This is an optimization exercise on Yosys and OpenROAD, whose aim is small area and a short achievable clock period, not a production implementation.
At most, simulation tests tie the RTL to the original design; equivalence was not proved.
Power is estimated from default activity; no workload was simulated.

== P ==
## rs108_line_dec
module rs108_line_dec (
    input  wire         clk,
    input  wire         rst,
    input  wire         in_valid,
    input  wire [319:0] in_data,
    input  wire         in_mark_en,
    input  wire [3:0]   in_mark_dev,
    input  wire         in_retry_en,
    input  wire         in_reread,
    output reg          out_valid,
    output reg          out_last,
    output reg  [255:0] out_data,
    output reg  [2:0]   out_kind,
    output reg  [3:0]   out_dev,
    output reg  [3:0]   out_beat
);
For scale: about 390 flip-flops, roughly 25000 sq um of cells after synthesis.
Settings: LEC_CHECK=0, CAP_MARGIN=20, CORE_MARGIN=2, CORE_UTILIZATION=60, SLEW_MARGIN=20; clock period 16.5 ns.
standard.sh (not shown) runs the stock make flow with config.mk's settings and CLKGATE_MAP_FILE= SYNTH_SCRIPT=/design/flow/synth_recipe.tcl, a recipe that flattens the netlist after the stock synthesis.
==> flow/flow/run.sh <==
#!/bin/bash
# Layout flow: the standard ORFS flow (standard.sh), with every input and
# output port buffered by a sky130_fd_sc_hd__buf_2 instead of the default
# port buffer cell. make's full output goes to make.log here; ORFS keeps each
# step's log under orfs/logs/.
set -euo pipefail
bash standard.sh "BUFFER_PORTS_ARGS=-buffer_cell sky130_fd_sc_hd__buf_2" finish > make.log 2>&1
#### Input delta (Q over P)
diff --git a/flow/design.v b/flow/design.v
--- a/flow/design.v
+++ b/flow/design.v
@@ -104,33 +104,31 @@
     assign eq[6] = ~((s2[0] ^ s1[1] ^ s1[2]) | (s2[1] ^ s1[1] ^ s1[3]) | (s2[2] ^ s1[0] ^ s1[2]) | (s2[3] ^ s1[0] ^ s1[1] ^ s1[3]));
     assign eq[7] = ~((s2[0] ^ s1[0] ^ s1[1] ^ s1[3]) | (s2[1] ^ s1[0] ^ s1[2] ^ s1[3]) | (s2[2] ^ s1[1] ^ s1[3]) | (s2[3] ^ s1[0] ^ s1[2]));
     assign eq[8] = ~((s2[0] ^ s1[0] ^ s1[2]) | (s2[1] ^ s1[1] ^ s1[2] ^ s1[3]) | (s2[2] ^ s1[0] ^ s1[2] ^ s1[3]) | (s2[3] ^ s1[1] ^ s1[3]));
     assign eq[9] = ~((s2[0] ^ s1[1] ^ s1[3]) | (s2[1] ^ s1[0] ^ s1[1] ^ s1[2] ^ s1[3]) | (s2[2] ^ s1[1] ^ s1[2] ^ s1[3]) | (s2[3] ^ s1[0] ^ s1[2] ^ s1[3]));
     assign hit = eq & msel;
 endmodule
 module rs108_beat_dec (
     input  wire [31:0] raw,
     input  wire [3:0]  s1,
     input  wire [9:0]  hit,
     output wire [31:0] data,
     output wire        bad,
-    output wire        nz,
     output wire [3:0]  loc
 );
     assign loc[0] = hit[1] | hit[3] | hit[5] | hit[7] | hit[9];
     assign loc[1] = hit[2] | hit[3] | hit[6] | hit[7];
     assign loc[2] = hit[4] | hit[5] | hit[6] | hit[7];
     assign loc[3] = hit[8] | hit[9];
     assign bad = ~|hit;
-    assign nz  = |s1;
     assign data[0] = raw[0] ^ (hit[0] & (s1[0]));
     assign data[1] = raw[1] ^ (hit[0] & (s1[1]));
     assign data[2] = raw[2] ^ (hit[0] & (s1[2]));
     assign data[3] = raw[3] ^ (hit[0] & (s1[3]));
     assign data[4] = raw[4] ^ (hit[1] & (s1[0] ^ s1[1]));
     assign data[5] = raw[5] ^ (hit[1] & (s1[2]));
     assign data[6] = raw[6] ^ (hit[1] & (s1[3]));
     assign data[7] = raw[7] ^ (hit[1] & (s1[0]));
     assign data[8] = raw[8] ^ (hit[2] & (s1[0] ^ s1[1] ^ s1[2]));
     assign data[9] = raw[9] ^ (hit[2] & (s1[3]));
     assign data[10] = raw[10] ^ (hit[2] & (s1[0]));
     assign data[11] = raw[11] ^ (hit[2] & (s1[0] ^ s1[1]));
@@ -170,86 +168,90 @@
     output reg  [2:0]   out_kind,
     output reg  [3:0]   out_dev,
     output reg  [3:0]   out_beat
 );
     reg       second_q;
     reg       mark_en_q;
     reg [3:0] mark_dev_q;
     reg       retry_en_q;
     reg       reread_q;
     reg [255:0] raw_q;
     reg [31:0]  s1_q;
     reg [79:0]  hit_q;
+    reg [7:0]   nz_q;
     wire       mark_en  = second_q ? mark_en_q  : in_mark_en;
     wire [3:0] mark_dev = second_q ? mark_dev_q : in_mark_dev;
     wire [9:0] msel;
     genvar g;
     generate
         for (g = 0; g < 10; g = g + 1) begin : sel
             assign msel[g] = ~mark_en | (mark_dev == g);
         end
     endgenerate
     reg       wbad_q;
     reg [2:0] wbadb_q;
     reg       wnz_q;
     reg [2:0] wnzb_q;
     reg [3:0] wloc_q;
     wire [31:0] s1;
     wire [79:0] hit;
+    wire [7:0]  nz_in;
     generate
         for (g = 0; g < 8; g = g + 1) begin : sy
             rs108_beat_syn u_syn (
                 .cw   (in_data[40*g +: 40]),
                 .msel (msel),
                 .s1   (s1[4*g +: 4]),
                 .hit  (hit[10*g +: 10])
             );
+            assign nz_in[g] = |s1[4*g +: 4];
         end
     endgenerate
     always @(posedge clk) begin
         if (rst) begin
             second_q  <= 1'b0;
             out_valid <= 1'b0;
         end else begin
             out_valid <= in_valid;
             if (in_valid)
                 second_q <= ~second_q;
         end
         if (in_valid && !second_q) begin
             mark_en_q  <= in_mark_en;
             mark_dev_q <= in_mark_dev;
             retry_en_q <= in_retry_en;
             reread_q   <= in_reread;
         end
         out_last <= second_q;
         s1_q     <= s1;
         hit_q    <= hit;
+        nz_q     <= nz_in;
     end
     generate
         for (g = 0; g < 8; g = g + 1) begin : rw
             always @(posedge clk) raw_q[32*g +: 32] <= in_data[40*g +: 32];
         end
     endgenerate
     wire [255:0] dec_data;
-    wire [7:0]   bad, nz;
+    wire [7:0]   bad;
+    wire [7:0]   nz = nz_q;
     wire [31:0]  loc;
     generate
         for (g = 0; g < 8; g = g + 1) begin : beat
             rs108_beat_dec u_dec (
                 .raw  (raw_q[32*g +: 32]),
                 .s1   (s1_q[4*g +: 4]),
                 .hit  (hit_q[10*g +: 10]),
                 .data (dec_data[32*g +: 32]),
                 .bad  (bad[g]),
-                .nz   (nz[g]),
                 .loc  (loc[4*g +: 4])
             );
         end
     endgenerate
     reg [3:0] floc;
     reg       seen;
     integer k;
     always @* begin
         floc = 4'd0;
         seen = 1'b0;
         for (k = 0; k < 8; k = k + 1) begin
             if (nz[k] && !seen) floc = floc | loc[4*k +: 4];
==> comparison <==
- P has higher cell depth of the worst setup path than Q.
- Delta(setup slack, Q - P) > 0
- Re global routing usage on met3: P was lower than Q.
- Q ends up with lower combinational share of power than P does.
- Total power in Q vs P: down about 0.9%
- Compared with P, post-layout instance area in Q decreased slightly.
- Q: fraction of area in clock buffers and inverters 0.24 points above P
- Of P and Q, Q shows the lower wire length, with P above it.
- Q reports its launch point of the worst path as hit_q[15] while P reports s1_q[16].
Function not checked in P: the RTL went through the layout flow alone.

-- re-timing with driven ports --
How much do the figures lean on ideal ports? The routed layouts below were timed once more, with nothing changed but the port constraints. Step 1 sets driving cells, clkbuf_16 on the clock port and buf_2 on the other inputs (assumed; they add their load-dependent delay and slew). Step 2 moves the port delays by t, midway between the first and last clock arrival at a register: inputs arrive t later, outputs are due t later. That takes back most of the time a late clock gives input paths. a / b / c = ideal ports / drivers / drivers and shift; a / b = the first two.
run	shift t [ns]	slack for setup (ns)	worst hold slack (ns)	slew at the worst register clock pin (ns)	cell pins on the clock port's net
P	0.640	9.611 / 9.552 / 9.441	0.614 / 0.614 / 0.614	0.06 / 0.06	1
Q	0.629	10.007 / 9.949 / 9.630	0.615 / 0.615 / 0.615	0.07 / 0.07	1
After both steps setup and hold are still met in every run listed. The setup slack of Q, which loses most, moves by -0.058 ns with the drivers and by -0.377 ns with both steps.
